Context: an optimization exercise on an open-source flow, tuned for small area. The choices shown serve that exercise and are no tape-out recipe. Function was checked by simulation only, so behaviour that the tests miss may differ from the original. Power figures rest on the tool's default switching activity, not on a simulated workload.

## alpha
Design cop1_fpu, start of the top module:
module cop1_fpu (
    input  wire        clk,
    input  wire        rst,
    input  wire        in_valid,
    output wire        in_ready,
    input  wire [4:0]  in_func,
    input  wire [1:0]  in_rm,
    input  wire [31:0] in_a,
    input  wire [31:0] in_b,
    output wire        out_valid,
    output wire [31:0] out_result,
    output wire [4:0]  out_flags
);
Size: about 1500 cells after synthesis, about 110 I/O pins.
==> flow/config.mk <==
export PLATFORM = sky130hd
export DESIGN_NAME = cop1_fpu
export DESIGN_NICKNAME = cop1_fpu
export VERILOG_FILES = /design/flow/design.v
export SDC_FILE = /design/flow/constraint.sdc
export NUM_CORES = 4
export LEC_CHECK = 0
export CAP_MARGIN = 20
export CORE_MARGIN = 2
export CORE_UTILIZATION = 60
export CTS_BUF_LIST = sky130_fd_sc_hd__clkbuf_8
export SLEW_MARGIN = 20
==> flow/constraint.sdc <==
create_clock -name core_clock -period 22.0 [get_ports {clk}]
set_input_delay 4.4000 -clock core_clock [delete_from_list [all_inputs] [get_ports {clk}]]
set_output_delay 4.4000 -clock core_clock [all_outputs]
set_load 0.01 [all_outputs]
standard.sh (not shown) runs the stock make flow with config.mk's settings and CLKGATE_MAP_FILE= SYNTH_SCRIPT=/design/flow/synth_recipe.tcl, a recipe that flattens the netlist after the stock synthesis.
==> flow/flow/run.sh <==
#!/bin/bash
# The standard layout, with the port buffers made of the smallest buffer cell
# (every input and output port still gets its own buffer).
set -euo pipefail
export BUFFER_PORTS_ARGS="-buffer_cell sky130_fd_sc_hd__buf_1"
bash standard.sh > standard_flow.log 2>&1
Modified inputs, beta compared to alpha
diff --git a/flow/design.v b/flow/design.v
--- a/flow/design.v
+++ b/flow/design.v
@@ -95,29 +95,31 @@
     wire [7:0]  ea1 = {ea[7:1], ea[0] | ~ha};
     wire [7:0]  eb1 = {eb[7:1], eb[0] | ~hb};
     wire [23:0] ma  = {ha, fa};
     wire [23:0] mb  = {hb, fb};
     wire f_add  = (f[4:1] == 4'b0000);
     wire f_mul  = (f == 5'h02);
     wire f_div  = (f == 5'h03);
     wire f_sqrt = (f == 5'h04);
     wire f_i2f  = (f[4:1] == 4'b1000);
     wire f_f2i  = (f[4:1] == 4'b1001);
     wire mag_lt;
     fpu_rlt #(.N(31)) u_lt (.a(in_a[30:0]), .b(in_b[30:0]), .lt(mag_lt));
-    wire mag_eq = (in_a[30:0] == in_b[30:0]);
+    wire mag_gt;
+    fpu_rlt #(.N(31)) u_gt (.a(in_b[30:0]), .b(in_a[30:0]), .lt(mag_gt));
+    wire mag_eq = ~mag_lt & ~mag_gt;
     wire both_zero = zero_a & zero_b;
     wire lt_total = (sa & ~sbi) |
                     (~sa & ~sbi & mag_lt) |
-                    (sa & sbi & ~mag_lt & ~mag_eq);
+                    (sa & sbi & mag_gt);
     wire eq  = ((sa == sbi) & mag_eq) | both_zero;
     wire lt  = lt_total & ~both_zero;
     wire pick_b = nan_a | (~nan_b & (lt_total ^ f[0]));    
     wire sub_a  = ~ha & fa_nz;
     wire norm_a = ha & ~(&ea);
     wire [9:0] cls = {nan_a & fa[22], snan_a,
                       ~sa & inf_a, ~sa & norm_a, ~sa & sub_a, ~sa & zero_a,
                        sa & zero_a, sa & sub_a, sa & norm_a, sa & inf_a};
     wire sb_eff  = sbi ^ f[0];
     wire eff_in  = sa ^ sb_eff;
     wire sr      = sa ^ sbi;
     wire swp_in  = f_add & mag_lt;
Notes after the runs:
beta has completed all stages; timing, DRC and antenna checks passed. Compared with alpha, beta shows a higher pre-CTS setup slack. beta vs alpha: die area down by a few percent. beta vs. alpha: inverter count of the layout excluding clock inverters decreased 47%, hold slack -0.013 ns, initial antenna violation count lower, non-clock buffer count went down 1, worst setup slack now sits higher. Slowest library cell on the worst path = sky130_fd_sc_hd__o21a_1: beta; slowest library cell on the worst path = sky130_fd_sc_hd__nor3_1: alpha. beta vs. alpha: largest net degree at the start of global routing decreased 11; wire length of the first global-routing pass dropped 1800 um; sequential share of layout area now larger; clock-pin slew on the worst setup and hold paths has remained practically unchanged. Sort alpha and beta by measured slew at the worst slew-check pin asc -> top: alpha. Measured against alpha, the internal power component of beta comes out at 0.940 times the reference value. beta has via count below what alpha had.

## port drivers added, routing unchanged
The results above use ideal ports. As a check the final layouts listed here were re-extracted and re-timed, cells and wires unchanged. Step 1: set_driving_cell puts a clkbuf_16 on clk and a buf_2 on each other input, an assumption about the parent block. Step 2, shift: input delay + t, output delay - t, t = (earliest + latest rising clock arrival at the registers) / 2. This alone moves slack from input paths to output paths. Slacks: ideal / step 1 / step 2; pairs: ideal / step 1.
run	shift t [ns]	setup slack, ns	worst setup path after step 2	clock arrival spread, ns	worst data-port slew with drivers (ns)
alpha	0.508	5.498 / 5.498 / 5.498	register to register	0.015 / 0.015	0.04
beta	0.512	5.565 / 5.565 / 5.565	register to register	0.014 / 0.013	0.04
After both steps every run listed still meets setup and hold.
